Context: an optimization exercise on an open-source flow, tuned for small area, a short achievable clock period and few clock cycles per item. The choices shown serve that exercise and are no tape-out recipe. Function was checked by simulation only, so behaviour that the tests miss may differ from the original. Power and IR drop assume default switching activity.

--- flow/config.mk ---
export PLATFORM = sky130hd
export DESIGN_NAME = seg_predict
export DESIGN_NICKNAME = seg_predict
export VERILOG_FILES = /design/flow/design.v
export SDC_FILE = /design/flow/constraint.sdc
export NUM_CORES = 4
export LEC_CHECK = 0
export CAP_MARGIN = 20
export CORE_MARGIN = 2
export CORE_UTILIZATION = 40
export SETUP_SLACK_MARGIN = 5
export SLEW_MARGIN = 20
--- flow/constraint.sdc ---
create_clock -name core_clock -period 10.0 [get_ports {clk}]
set_input_delay 2.0000 -clock core_clock [delete_from_list [all_inputs] [get_ports {clk}]]
set_output_delay 2.0000 -clock core_clock [all_outputs]
set_load 0.01 [all_outputs]
--- flow/design.v ---
module seg_norm (
    input  wire [31:0] x,
    output wire [31:0] y,
    output wire [4:0]  s
);
    reg [4:0] c;
    integer i;
    always @(*) begin
        c = 5'd0;
        for (i = 0; i < 32; i = i + 1)
            if (x[i]) c = 5'd31 - i[4:0];
    end
    assign s = c;
    assign y = x << c;
endmodule
module seg_div (
    input  wire [31:0] r,
    input  wire [1:0]  sb,
    input  wire [31:0] d,
    output wire [31:0] rn,
    output wire [1:0]  dig
);
    wire [34:0] a  = {1'b0, r, sb};
    wire [34:0] b1 = ~{3'b000, d};
    wire [34:0] b2 = ~{2'b00, d, 1'b0};
    wire [34:0] t1 = a + b1 + 35'd1;
    wire [34:0] t2 = a + b2 + 35'd1;
    wire [34:0] cs = a ^ b1 ^ b2;
    wire [34:0] cc = (a & b1) | (a & b2) | (b1 & b2);
    wire [34:0] t3 = cs + {cc[33:0], 1'b1} + 35'd1;
    wire ge1 = ~t1[34];
    wire ge2 = ~t2[34];
    wire ge3 = ~t3[34];
    assign dig = {ge2, ge3 | (ge1 & ~ge2)};
    assign rn  = ge3 ? t3[31:0] : ge2 ? t2[31:0] : ge1 ? t1[31:0] : a[31:0];
endmodule
module seg_predict (
    input  wire        clk,
    input  wire        rst,
    input  wire        start,
    output wire        ready,
    output reg         done,
    input  wire        normal,       
    input  wire [31:0] p,            
    input  wire [23:0] gp,           
    input  wire [23:0] gn,           
    input  wire [16:0] alpha,        
    input  wire [47:0] ovs,          
    input  wire [15:0] blank,        
    input  wire [15:0] wlo,          
    input  wire [15:0] whi,          
    output reg  [31:0] phat,
    output reg  [31:0] rate,
    output reg  [31:0] acc,
    output reg  [35:0] tb,
    output reg  [35:0] tlo,
    output reg  [35:0] thi,
    output reg         early,
    output reg         floor_hit
);
    localparam S_C1 = 0, S_C2 = 1, S_C3 = 2, S_V = 3, S_VPOST = 4, S_WAITM = 5,
               S_PHPRE = 6, S_PH = 7, S_PHPOST = 8, S_NRM = 9, S_W = 10,
               S_WPOST = 11, S_WV = 12, S_A = 13, S_APOST = 14, S_FIN = 15;
    localparam NS_ = 16;
    localparam M_SPAN = 0, M_WAIT = 1, M_P1 = 2, M_P2 = 3, M_SKIP = 4, M_RDIV = 5,
               M_WV1 = 6, M_WV2 = 7, M_RPOST = 8, M_DONE = 9;
    localparam NM_ = 10;
    reg [NS_-1:0] st;
    reg [NM_-1:0] mst;
    reg           rdy;
    assign ready = rdy;
    reg        rNorm;
    reg [31:0] rP;       
    reg [1:0]  rPx;      
    reg [23:0] rGP;      
    reg [23:0] rGN;      
    reg [18:0] rZ;       
    reg [48:0] rOVS;     
    reg [47:0] rX;       
    reg [4:0]  sgp, sgn, sph, sk;
    reg [4:0]  mJ;       
    reg [43:0] ACC;      
    reg        pb;
    reg [49:0] Y;        
    reg [49:0] QR;       
    reg [31:0] R, D;
    reg [5:0]  cnt;
    reg [5:0]  mcnt;
    reg        pf2, OV, OVR, wneg, wvreq, mfin2, rfin, tfin;
    reg [1:0]  ssrc;     
    reg [1:0]  sbr;      
    reg [7:0]  kc;       
    reg        p17;      
    reg        ms0;      
    reg        sinkq;    
    reg  [31:0] nx;
    wire [31:0] ny;
    wire [4:0]  ns;
    always @(*) begin
        case (1'b1)
        st[S_C1]: nx = {rGP, 8'd0};
        st[S_C2]: nx = {rGN, 8'd0};
        st[S_C3]: nx = rP;
        st[S_NRM]: nx = phat;
        default:  nx = {QR[30:0], 1'b0};
        endcase
    end
    seg_norm u_norm (.x(nx), .y(ny), .s(ns));
    wire abig  = |QR[47:31];
    wire azero = ~|QR[30:0];
    reg [7:0] K;
    always @(*) begin
        case (1'b1)
        st[S_C3], st[S_NRM]: K = kc + {3'd0, ns};
        st[S_PHPRE]:         K = kc;
        default:             K = azero & ~abig ? 8'hFF :
                                 kc + (abig ? 8'd17 : (8'd0 - {3'd0, ns}));
        endcase
    end
    wire [5:0] cI  = K[7] ? 6'd0 : K[6:1];
    wire       cf2 = ~K[0];
    wire [1:0]  sb = sbr;
    wire [31:0] Rn;
    wire [1:0]  dig;
    seg_div u_div (.r(R), .sb(sb), .d(D), .rn(Rn), .dig(dig));
    wire div_st   = st[S_V] | st[S_PH] | st[S_W] | st[S_A];
    wire cnt_nz   = |cnt;
    wire div_iter = div_st & cnt_nz;
    wire div_end  = div_st & ~|cnt[5:1];      
    wire [49:0] Qz   = st[S_VPOST] ? QR : Y;
    wire [48:0] q    = pf2 ? {1'b0, Qz[49:2]} : Qz[49:1];
    wire        rb   = pf2 ? Qz[1] : Qz[0];
    wire        lb   = pf2 & Qz[0];
    wire        rbn  = rb & (lb | (|R));          
    wire        inv  = st[S_APOST] & wneg;
    wire [48:0] qq   = inv ? ~q : q;
    wire [48:0] inc  = qq + {48'd0, inv ? ~rbn : rb};
    wire        sat32   = (|q[48:32]) | ((&q[31:0]) & rb);
    wire [31:0] phat_v  = (OV | sat32) ? 32'hFFFF_FFFF :
                          ((~|q) & ~rb) ? 32'd1 : inc[31:0];
    wire        asat_p  = OV | (|q[48:31]) | ((&q[30:0]) & rb);
    wire        asat_n  = OV | (|q[48:32]) | (q[31] & ((|q[30:0]) | rbn));
    wire [31:0] acc_v   = wneg ? (asat_n ? 32'h8000_0000 : inc[31:0])
                               : (asat_p ? 32'h7FFF_FFFF : inc[31:0]);
    function [2:0] booth;        
        input [2:0] b;
        case (b)
        3'b001, 3'b010: booth = 3'b001;
        3'b011:         booth = 3'b010;
        3'b100:         booth = 3'b110;
        3'b101, 3'b110: booth = 3'b101;
        default:        booth = 3'b000;
        endcase
    endfunction
    wire [2:0] bz  = booth(rZ[18:16]);          
    wire [2:0] bp  = booth(p17 ? {2'b00, pb} : {rP[1:0], pb});
    wire       p1s0 = ms0;
    reg  [49:0] mA, mB;
    reg         mneg;
    always @(*) begin
        mA = 50'd0; mB = 50'd0; mneg = 1'b0;
        case (1'b1)
        mst[M_SPAN]: begin
            mA = {2'd0, rGN, 24'd0}; mB = {2'd0, rOVS[47:0]}; mneg = 1'b1;
        end
        mst[M_P1]: begin
            if (p1s0) begin
                mB = (bz == 3'b101) ? {25'd0, rGN, 1'b0} :
                     (bz == 3'b001) ? 50'd0 : {26'd0, rGN};
            end else begin
                mA = {Y[47:0], 2'b00};
                mB = bz[1] ? {25'd0, rGN, 1'b0} : bz[0] ? {26'd0, rGN} : 50'd0;
                mneg = ~bz[2] & (bz[1] | bz[0]);
            end
        end
        mst[M_P2]: begin
            mA = {{6{ACC[43]}}, ACC};
            mB = bp[1] ? {Y[48:0], 1'b0} : bp[0] ? Y : 50'd0;
            mneg = bp[2];
        end
        mst[M_RDIV]: begin
            mA = {{16{ACC[32]}}, ACC[32:0], rOVS[16]}; mB = {18'd0, D}; mneg = ~ACC[32];
        end
        mst[M_WV1]: begin
            mA = Y; mB = QR; mneg = 1'b1;
        end
        mst[M_WV2]: begin
            mB = QR; mneg = wneg;
        end
        mst[M_RPOST]: begin
            mA = {18'd0, rP}; mB = {49'd0, rPx[0]};
        end
        default: ;
        endcase
    end
    wire [49:0] mS = mA + (mneg ? ~mB : mB) + {49'd0, mneg};
    wire        m_last = mst[M_P2] && (mcnt == 6'd1);
    wire        mfin   = mst[M_SKIP] || m_last;
    wire flr = rOVS[48] ||
               (rOVS[47:22] < {2'd0, rGN}) ||
               ((rOVS[47:22] == {2'd0, rGN}) && ~|rOVS[21:0]);
    reg        trun, TS, tpb;
    reg [1:0]  tk;
    reg [3:0]  ti;
    wire       t8   = ti[3];
    wire [2:0] bt   = booth(t8 ? {2'b00, tpb} : {rX[1:0], tpb});
    reg  [35:0] tcur;
    always @(*) begin
        case (tk)
        2'd0:    tcur = tb;
        2'd1:    tcur = tlo;
        default: tcur = thi;
        endcase
    end
    wire [34:0] tA   = (ti == 4'd0) ? 35'd4095 : {{3{TS}}, tcur[35:4]};
    wire [34:0] tmag = bt[1] ? {2'd0, phat, 1'b0} : bt[0] ? {3'd0, phat} : 35'd0;
    wire [34:0] tS   = tA + (bt[2] ? ~tmag : tmag) + {34'd0, bt[2]};
    wire [35:0] tnew = t8 ? {tS[31:0], tcur[3:0]} : {tS[33:2], tS[1:0], tcur[3:2]};
    wire        tdone = tfin | (trun & tk[1] & t8);
    wire        rdone = rfin | mst[M_RPOST];
    always @(posedge clk) begin
        done <= 1'b0;
        if (rst) begin
            st    <= {NS_{1'b0}};
            mst   <= {NM_{1'b0}};
            rdy   <= 1'b1;
            trun  <= 1'b0;
        end else begin
            case (1'b1)
            mst[M_SPAN]: begin
                rOVS <= mS[48:0];
                mst  <= 1 << M_WAIT;
            end
            mst[M_WAIT]: begin
                mst  <= 1 << M_P1;
                mcnt <= 6'd0;
                ms0  <= 1'b1;
            end
            mst[M_P1]: begin
                Y    <= mS;
                rZ   <= {rZ[16:0], 2'b00};
                mcnt <= mcnt + 6'd1;
                ms0  <= 1'b0;
                p17  <= 1'b0;
                if (mcnt == 6'd8) begin
                    mst  <= 1 << M_P2;
                    mcnt <= {1'b0, mJ};
                    ACC  <= 44'd0;
                    pb   <= 1'b0;
                end
            end
            mst[M_P2]: begin
                ACC  <= mS[45:2];
                rP   <= {mS[1:0], rP[31:2]};
                rPx  <= p17 ? rP[1:0] : 2'b00;
                pb   <= rP[1];
                p17  <= (mJ == 5'd17) && (mcnt == 6'd2);
                mcnt <= mcnt - 6'd1;
                if (mcnt == 6'd1) begin
                    mst <= 1 << M_SKIP;
                    sk  <= 5'd0;
                end
            end
            mst[M_SKIP]: begin
                if (~rOVS[47] & ~st[S_NRM]) begin
                    rOVS <= {rOVS[47:0], 1'b0};
                    sk   <= sk + 5'd1;
                end
            end
            mst[M_RDIV]: begin
                if (wvreq)
                    mst <= 1 << M_WV1;
                else if (|mcnt) begin
                    ACC[32:0] <= mS[32:0];
                    {rP, rPx[0]} <= {rP[30:0], rPx[0], ~mS[49]};
                    OVR  <= OVR | rP[31];
                    rOVS <= {rOVS[47:0], 1'b0};
                    mcnt <= mcnt - 6'd1;
                end else
                    mst <= 1 << M_RPOST;
            end
            mst[M_WV1]: begin
                QR    <= mS;
                wneg  <= mS[49];
                wvreq <= 1'b0;
                mst   <= 1 << M_WV2;
            end
            mst[M_WV2]: begin
                QR    <= mS;
                mfin2 <= 1'b1;
                mst   <= rfin ? (1 << M_DONE) : (1 << M_RDIV);
            end
            mst[M_RPOST]: begin
                rate <= (OVR | mS[32]) ? 32'hFFFF_FFFF : mS[31:0];
                rfin <= 1'b1;
                mst  <= 1 << M_DONE;
            end
            mst[M_DONE]: begin
                if (wvreq) mst <= 1 << M_WV1;
            end
            default: ;
            endcase
            if (trun) begin
                case (tk)
                2'd0:    tb  <= tnew;
                2'd1:    tlo <= tnew;
                default: thi <= tnew;
                endcase
                TS <= tS[34];
                if (t8) begin
                    tpb <= 1'b0;
                    ti  <= 4'd0;
                    tk  <= tk + 2'd1;
                    if (tk[1]) begin
                        trun <= 1'b0;
                        tfin <= 1'b1;
                    end
                end else begin
                    tpb <= rX[1];
                    rX  <= {2'b00, rX[47:2]};
                    ti  <= ti + 4'd1;
                end
            end
            if (div_iter) begin
                R   <= Rn;
                cnt <= cnt - 6'd1;
                if (sinkq)
                    QR <= {QR[47:0], dig};
                else begin
                    Y  <= {Y[47:0], dig};
                    OV <= OV | (|Y[49:48]);
                end
                case (ssrc)
                2'd1: begin
                    {ACC, rP, rPx} <= {ACC[41:0], rP, rPx, 2'b00};
                    sbr <= ACC[7:6];
                end
                2'd3: begin
                    QR  <= {QR[47:0], 2'b00};
                    sbr <= QR[14:13];
                end
                default: sbr <= 2'b00;
                endcase
            end
            if (~|st) begin
                if (start) begin
                    rNorm <= normal;
                    rP    <= p;
                    rGP   <= gp;
                    rGN   <= gn;
                    rZ    <= {alpha[16], alpha, 1'b0};
                    rOVS  <= {1'b0, ovs[47] ? 48'd0 : ovs};
                    rX    <= {whi, wlo, blank};
                    early <= ovs[47];
                    rdy   <= 1'b0;
                    tfin  <= 1'b0;
                    rfin  <= 1'b0;
                    mfin2 <= 1'b0;
                    wvreq <= 1'b0;
                    mst   <= 1 << M_SPAN;
                    st    <= 1 << S_C1;
                end
            end
            case (1'b1)
            st[S_C1]: begin
                rGP <= ny[31:8];
                sgp <= ns;
                st  <= 1 << S_C2;
            end
            st[S_C2]: begin
                rGN <= ny[31:8];
                sgn <= ns;
                floor_hit <= flr;
                kc  <= 8'd19 - {3'd0, sgp};
                if (flr) rOVS <= {3'd0, rGN, 22'd0};
                st  <= 1 << S_C3;
            end
            st[S_C3]: begin
                D     <= ny;
                mJ    <= 5'd17 - ns[4:1] - {4'd0, ns[0]};
                R     <= {1'b0, rGP, 7'd0};
                QR    <= 50'd0;
                cnt   <= cI;
                pf2   <= cf2;
                ssrc  <= 2'd0;
                sbr   <= 2'b00;
                sinkq <= 1'b1;
                st    <= 1 << S_V;
            end
            st[S_V]: begin
                kc <= 8'd4 + {2'd0, mJ, 1'b0} + {3'd0, sgp} - {3'd0, sgn};
                if (div_end) st <= 1 << S_VPOST;
            end
            st[S_VPOST]: begin
                QR <= {2'd0, inc[47:0]};
                D  <= {rGP, 8'd0};
                st <= mfin ? (1 << S_PHPRE) : (1 << S_WAITM);
            end
            st[S_WAITM]: if (mfin) st <= 1 << S_PHPRE;
            st[S_PHPRE]: begin
                R     <= {1'b0, ACC[40:10]};
                Y     <= 50'd0;
                OV    <= 1'b0;
                cnt   <= cI;
                pf2   <= cf2;
                ssrc  <= 2'd1;
                sbr   <= ACC[9:8];
                sinkq <= 1'b0;
                kc    <= 8'd19 - {3'd0, sgn};
                st    <= 1 << S_PH;
            end
            st[S_PH]: if (div_end) st <= 1 << S_PHPOST;
            st[S_PHPOST]: begin
                phat <= phat_v;
                st   <= 1 << S_NRM;
            end
            st[S_NRM]: begin
                D     <= ny;
                sph   <= ns;
                trun  <= 1'b1;
                tk    <= 2'd0;
                ti    <= 4'd0;
                tpb   <= 1'b0;
                mst   <= 1 << M_RDIV;
                ACC[32:0] <= {2'b0, rOVS[47:17]};
                {rP, rPx[0]} <= 33'd0;
                OVR   <= 1'b0;
                mcnt  <= 6'd18 + {1'b0, ns} - {1'b0, sk};
                if (6'd18 + {1'b0, ns} < {1'b0, sk}) mcnt <= 6'd0;
                R     <= {1'b0, rGN, 7'd0};
                Y     <= 50'd0;
                OV    <= 1'b0;
                cnt   <= cI;
                pf2   <= cf2;
                ssrc  <= 2'd0;
                sbr   <= 2'b00;
                st    <= rNorm ? (1 << S_W) : (1 << S_FIN);
                if (!rNorm) acc <= 32'd0;
            end
            st[S_W]: if (div_end) st <= 1 << S_WPOST;
            st[S_WPOST]: begin
                Y     <= {2'd0, inc[47:0]};
                wvreq <= 1'b1;
                kc    <= 8'd18 + {3'd0, sph};
                st    <= 1 << S_WV;
            end
            st[S_WV]: begin
                if (mfin2) begin
                    Y     <= 50'd0;
                    OV    <= 1'b0;
                    cnt   <= cI;
                    pf2   <= cf2;
                    if (abig) begin
                        R    <= {1'b0, QR[47:17]};
                        ssrc <= 2'd3;
                        sbr  <= QR[16:15];
                    end else begin
                        R    <= {1'b0, ny[31:1]};
                        ssrc <= 2'd0;
                        sbr  <= 2'b00;
                    end
                    st <= 1 << S_A;
                end
            end
            st[S_A]: if (div_end) st <= 1 << S_APOST;
            st[S_APOST]: begin
                acc <= acc_v;
                st  <= 1 << S_FIN;
                if (tdone & rdone) begin
                    done <= 1'b1;
                    rdy  <= 1'b1;
                    st   <= {NS_{1'b0}};
                end
            end
            st[S_FIN]: begin
                if (tdone & rdone) begin
                    done <= 1'b1;
                    rdy  <= 1'b1;
                    st   <= {NS_{1'b0}};
                end
            end
            default: ;
            endcase
        end
    end
endmodule
--- flow/run.sh ---
#!/bin/bash
# synth_recipe.tcl (not shown) runs the flow's synth.tcl, then flattens the netlist and writes it again
# the make line also repeats each setting of config.mk as NAME=value (left out here)
make -C /OpenROAD-flow-scripts/flow DESIGN_CONFIG=/design/flow/config.mk WORK_HOME=/design/flow/orfs CLKGATE_MAP_FILE= SYNTH_SCRIPT=/design/flow/synth_recipe.tcl finish
==> reports/summary.md <==
The flow ran to the end, but the layout failed its checks. The checks that failed were capacitance limit, slew limit. Maximum fanout count along the critical path: 12. For the post-cts hold buffer count, the log shows 0. A synthesized cell averages 8.30 sq um.

TritonCTS created 88 clock buffers. After synthesis, the cell types taking the most area are sky130_fd_sc_hd__edfxtp_1, sky130_fd_sc_hd__nand2_1, sky130_fd_sc_hd__ha_1. In this run the tightest slew margin relative to its limit is -22.6%.

The most common flop cell mapped by yosys was sky130_fd_sc_hd__edfxtp_1. The final-stage net count came out at 8672. Summing all placed instances gives a cell area of 68800 sq um. For this design the ratio of total power to cell area is 148 nW/um^2.

The detailed router finished its first iteration with 10700 violations. The worst setup path is captured at a register. After synthesis, flip-flops and latches occupy 34.0% of the total area.

The run gives 42500 sq um as the total area of multi-input combinational cells. Across the whole layout, storage elements account for 21100 sq um. The die is 398 um wide. The clock sink count was 711. The number of max-cap violations came out at 1. The count of nets left with antenna violations once routing finished came out at 0. The tightest min-delay check is of the reg2reg type. The highest clock frequency the design can meet was 0.173 GHz; the post-synthesis sequential element count was 711. The worst clock skew on the final layout was 71.5 ps; the number of antenna violations at the first check in global routing was 44. At the worst endpoint, the arrival time is 6360 ps.

Clock latency on the worst-skew pair, taken at its later pin, is 790 ps. Input and output buffers added on the ports amount to 404. Summed over all cells, the static leakage comes to 30.7 nW. In this run, distinct cell masters in the synthesized netlist total 109. STA puts the critical path data required time at 10570 ps. In this run the clock root is driven by a sky130_fd_sc_hd__clkbuf_16.

The logs give 376 mm for the post-detailed-routing wire length and 144 for the placement row count. The largest voltage drop on the vdd net is 0.146 mV, and the time the final worst path needs with I/O delays and setup is 5790 ps. The H-tree was split into 3 levels. The logs give 5 for the total count of max-transition violations in the final report and 0 for the residual overflow from global routing. The proportion of register bits with asynchronous set or reset after synthesis came out at 0%. The worst path uses 57.9% of the clock period.

The die footprint came out at 158000 sq um. The tools report the count of filler cells inserted in the layout as 14300. Cell type with the largest total area after synthesis: sky130_fd_sc_hd__edfxtp_1. TritonCTS built the clock tree. For the overall track demand over capacity in global routing, the log shows 45.4%.

The longest clock path from root to sink contains 3 buffers. The pin count of the biggest net entering global routing was 103; the fraction of synthesized cell area taken by the top area cell type was 33.0%. The tools report the routability-driven placement congestion ratio as 1.10. The number of nets handed over by synthesis was 7980. After legalization and detailed placement, the total HPWL measured 266 mm.

The tools report the I/O pin total as 405. For this run, the number of Yosys warnings is 2. After floorplanning, the core was sized to cover 154000 sq um. The length of the first detailed-routing pass in iterations was 10.

Dividing the detail-routed wire length by the instance count gives 36.5 um. The critical path is of the reg2reg type. In the final layout, the share of cells above drive strength 1 is 20.8%. The synthesis-to-finish area growth is 32.7%, and the effective utilization at floorplan is 40.2%.

Summing all non-filler instances in the final layout gives an area of 82200 sq um. The startpoint kind of the worst setup timing path is a register. Setup repair after global routing could not meet its margin everywhere. In the routed layout, each cell is associated on average with a via count of 6.85. The number of global-route vias before repair came out at 63900.

After clock tree synthesis, the clock-pin slew on the worst setup and hold paths is 60 ps. In the synthesized netlist, the number of instances is 7472. The final count of negative-setup-slack endpoints was 0.

After detailed routing, the number of remaining DRC violations is 0. Measured along the y axis, the die boundary spans 398 um. In the final timing run, aggregate negative setup slack is 0 ps. Wire length of the first global-routing pass: 508 mm.

The hold violation count in the final report was 0; the overall via count from detail_route was 70600. In this run, synthesis inferred 682 flip-flops with an integrated enable. For the pin with the worst max-slew slack, the measured transition is 1830 ps. Summing every instance area after synthesis gives 62000 sq um.
power breakdown:
group / internal [W] / leakage [nW] / switching, W
Combinational: 0.00180 / 22.5 / 0.00293
Sequential: 0.00356 / 6.69 / 0.000392
Clock: 0.00201 / 1.48 / 0.00151
critical path: stages (launching register included):
cell and delay [ps]:
sky130_fd_sc_hd__edfxtp_1 480, sky130_fd_sc_hd__nand2b_2 270, sky130_fd_sc_hd__xnor2_4 220, sky130_fd_sc_hd__buf_4 180
sky130_fd_sc_hd__bufbuf_16 290, sky130_fd_sc_hd__a22oi_1 100, sky130_fd_sc_hd__o221ai_2 490, sky130_fd_sc_hd__o21ai_0 320
sky130_fd_sc_hd__xnor2_1 210, sky130_fd_sc_hd__ha_1 420, sky130_fd_sc_hd__a21oi_1 370, sky130_fd_sc_hd__nand3_1 130
sky130_fd_sc_hd__a21o_1 200, sky130_fd_sc_hd__a221o_1 350, sky130_fd_sc_hd__a21oi_4 250, sky130_fd_sc_hd__o211ai_1 160
sky130_fd_sc_hd__nand2_1 140, sky130_fd_sc_hd__o2111ai_2 160, sky130_fd_sc_hd__a21oi_2 260, sky130_fd_sc_hd__xnor2_4 160
sky130_fd_sc_hd__buf_6 190, sky130_fd_sc_hd__a2111oi_4 270
layout make-up:
| cell class | instances | area share [%] |
|---|---|---|
| Timing Repair Buffer | 1149 | 14.5 |
| Sequential cell | 711 | 25.6 |
| Tap cell | 2044 | 3.11 |
| Clock inverter | 60 | 0.974 |
| Antenna cell | 30 | 0.0913 |
| Clock buffer | 100 | 2.76 |
| Timing Repair inverter | 5 | 0.0396 |
| Multi-Input combinational cell | 5975 | 51.7 |
| Inverter | 234 | 1.17 |
through the flow:
step | util [%] | hold slack (ps) | total power (W) | worst slack (ps) | instances
6_report | 53.4 | 519 | 0.0122 | 4210 | 10300
5_1_grt | 53.3 | 544 | 0.0124 | 4200 | 10300
4_1_cts | 51.3 | 511 | 0.0116 | 4410 | 10100
3_5_place_dp | 44.7 | 492 | 0.00744 | 2730 | 9604
3_3_place_gp | 44.6 | 496 | 0.00741 | 2710 | 9602
2_1_floorplan | - | 406 | 0.00586 | 1580 | 7472
synthesized netlist by cell type (61+ instances only):
cell type	n
sky130_fd_sc_hd__a221oi_1	149
sky130_fd_sc_hd__nor2_1	706
sky130_fd_sc_hd__a22oi_1	113
sky130_fd_sc_hd__o21ai_0	635
sky130_fd_sc_hd__edfxtp_1	682
sky130_fd_sc_hd__o211ai_1	103
sky130_fd_sc_hd__mux2i_1	134
sky130_fd_sc_hd__ha_1	267
sky130_fd_sc_hd__nand2_1	955
sky130_fd_sc_hd__a21o_1	104
sky130_fd_sc_hd__nor3_1	120
sky130_fd_sc_hd__o22ai_1	131
sky130_fd_sc_hd__a31oi_1	184
sky130_fd_sc_hd__a21oi_1	648
sky130_fd_sc_hd__nand2b_1	70
sky130_fd_sc_hd__nor4_1	75
sky130_fd_sc_hd__xnor2_1	260
sky130_fd_sc_hd__buf_1	69
sky130_fd_sc_hd__nor2b_1	87
sky130_fd_sc_hd__nand3_1	144
sky130_fd_sc_hd__xor2_1	70
sky130_fd_sc_hd__o21a_1	61
sky130_fd_sc_hd__a211oi_1	98
sky130_fd_sc_hd__clkbuf_1	441
sky130_fd_sc_hd__inv_1	227
layer usage:
layer	vias up	GRT usage (%)	wire length [um]
li1	29600	-	-
met1	34200	56.2	136000
met2	5500	63.6	150000
met3	1349	18.5	55700
met4	24	31.8	34400
met5	-	1.27	293
sequential cells by signal, summed over array words and instances, names as in the netlist, 24 cells and up:
register  count
rOVS         49
tb           36
D            32
rGN          24
phat         32
thi          36
R            32
QR           50
tlo          36
rP           32
rX           48
rGP          24
Y            50
ACC          44
rate         32
acc          32
worst paths after layout:
path	startpoint	to	slack (ps)	cells past startpoint
setup reg to reg	p17	rPx[0]	4210	21
hold reg to reg	rdy	rdy	520	1
setup / recovery	p17	rPx[0]	4210	21
hold / removal	rdy	rdy	520	1
cell usage in the layout (no fill, tap or decap), types with 46 or more instances in the layout:
cell	instances
sky130_fd_sc_hd__edfxtp_1	682
sky130_fd_sc_hd__nand2_2	46
sky130_fd_sc_hd__a31oi_1	169
sky130_fd_sc_hd__mux2_2	56
sky130_fd_sc_hd__clkbuf_16	91
sky130_fd_sc_hd__a22oi_1	103
sky130_fd_sc_hd__inv_1	196
sky130_fd_sc_hd__nand2b_1	60
sky130_fd_sc_hd__mux2i_1	118
sky130_fd_sc_hd__nand2_1	883
sky130_fd_sc_hd__a21oi_2	68
sky130_fd_sc_hd__o21a_1	60
sky130_fd_sc_hd__ha_1	238
sky130_fd_sc_hd__o211ai_1	103
sky130_fd_sc_hd__xor2_1	55
sky130_fd_sc_hd__o21ai_1	135
sky130_fd_sc_hd__a211oi_1	74
sky130_fd_sc_hd__buf_6	83
sky130_fd_sc_hd__xnor2_1	224
sky130_fd_sc_hd__a21o_1	101
sky130_fd_sc_hd__clkdlybuf4s50_1	403
sky130_fd_sc_hd__nor2_1	672
sky130_fd_sc_hd__nor2b_1	82
sky130_fd_sc_hd__a221oi_1	116
sky130_fd_sc_hd__nand3_1	130
sky130_fd_sc_hd__a21oi_1	565
sky130_fd_sc_hd__buf_4	523
sky130_fd_sc_hd__o21ai_0	476
sky130_fd_sc_hd__buf_12	93
sky130_fd_sc_hd__nor3_1	96
sky130_fd_sc_hd__o22ai_1	122
cells by family after synthesis:
group,synth area share [%]
buffers and inverters,5.03
multiplexers,3.88
flip-flops,34.0
AND/OR/NAND/NOR,17.3
AO/OA/AOI/OAI,28.3
adder cells (fa/ha/maj),6.81
XOR/XNOR,4.66
timing repair:
| action | 4_1_cts | 5_1_grt |
|---|---|---|
| cloned | 41 | 6 |
| pin swaps | 218 | 257 |
| endpoints found under the setup margin | 468 | 369 |
| resized for setup | 812 | 378 |
| buffers inserted | 287 | 178 |
Testbench counts, summed over its fixed seeds: cycles 168,193, items 2,400.

==> port drivers added, routing unchanged <==
No port has a modelled driver above. Below, the same layout with a new extraction and two added sets of constraints. Step 1 sets driving cells, clkbuf_16 on the clock port and buf_2 on the other inputs (assumed; they add their load-dependent delay and slew). Step 2 moves the port delays by t, midway between the first and last clock arrival at a register: inputs arrive t later, outputs are due t later. That takes back most of the time a late clock gives input paths. Three values: no drivers, after step 1, after step 2; two values: the first two.
shift t [ns]: 0.840
setup WS [ns]: 4.210 / 4.210 / 4.210
clock arrival spread, ns: 0.072 / 0.071
worst register clock-pin slew, ns: 0.07 / 0.07
For this run, drivers alone change the setup slack by 0.000 ns; drivers and shift together by 0.000 ns.
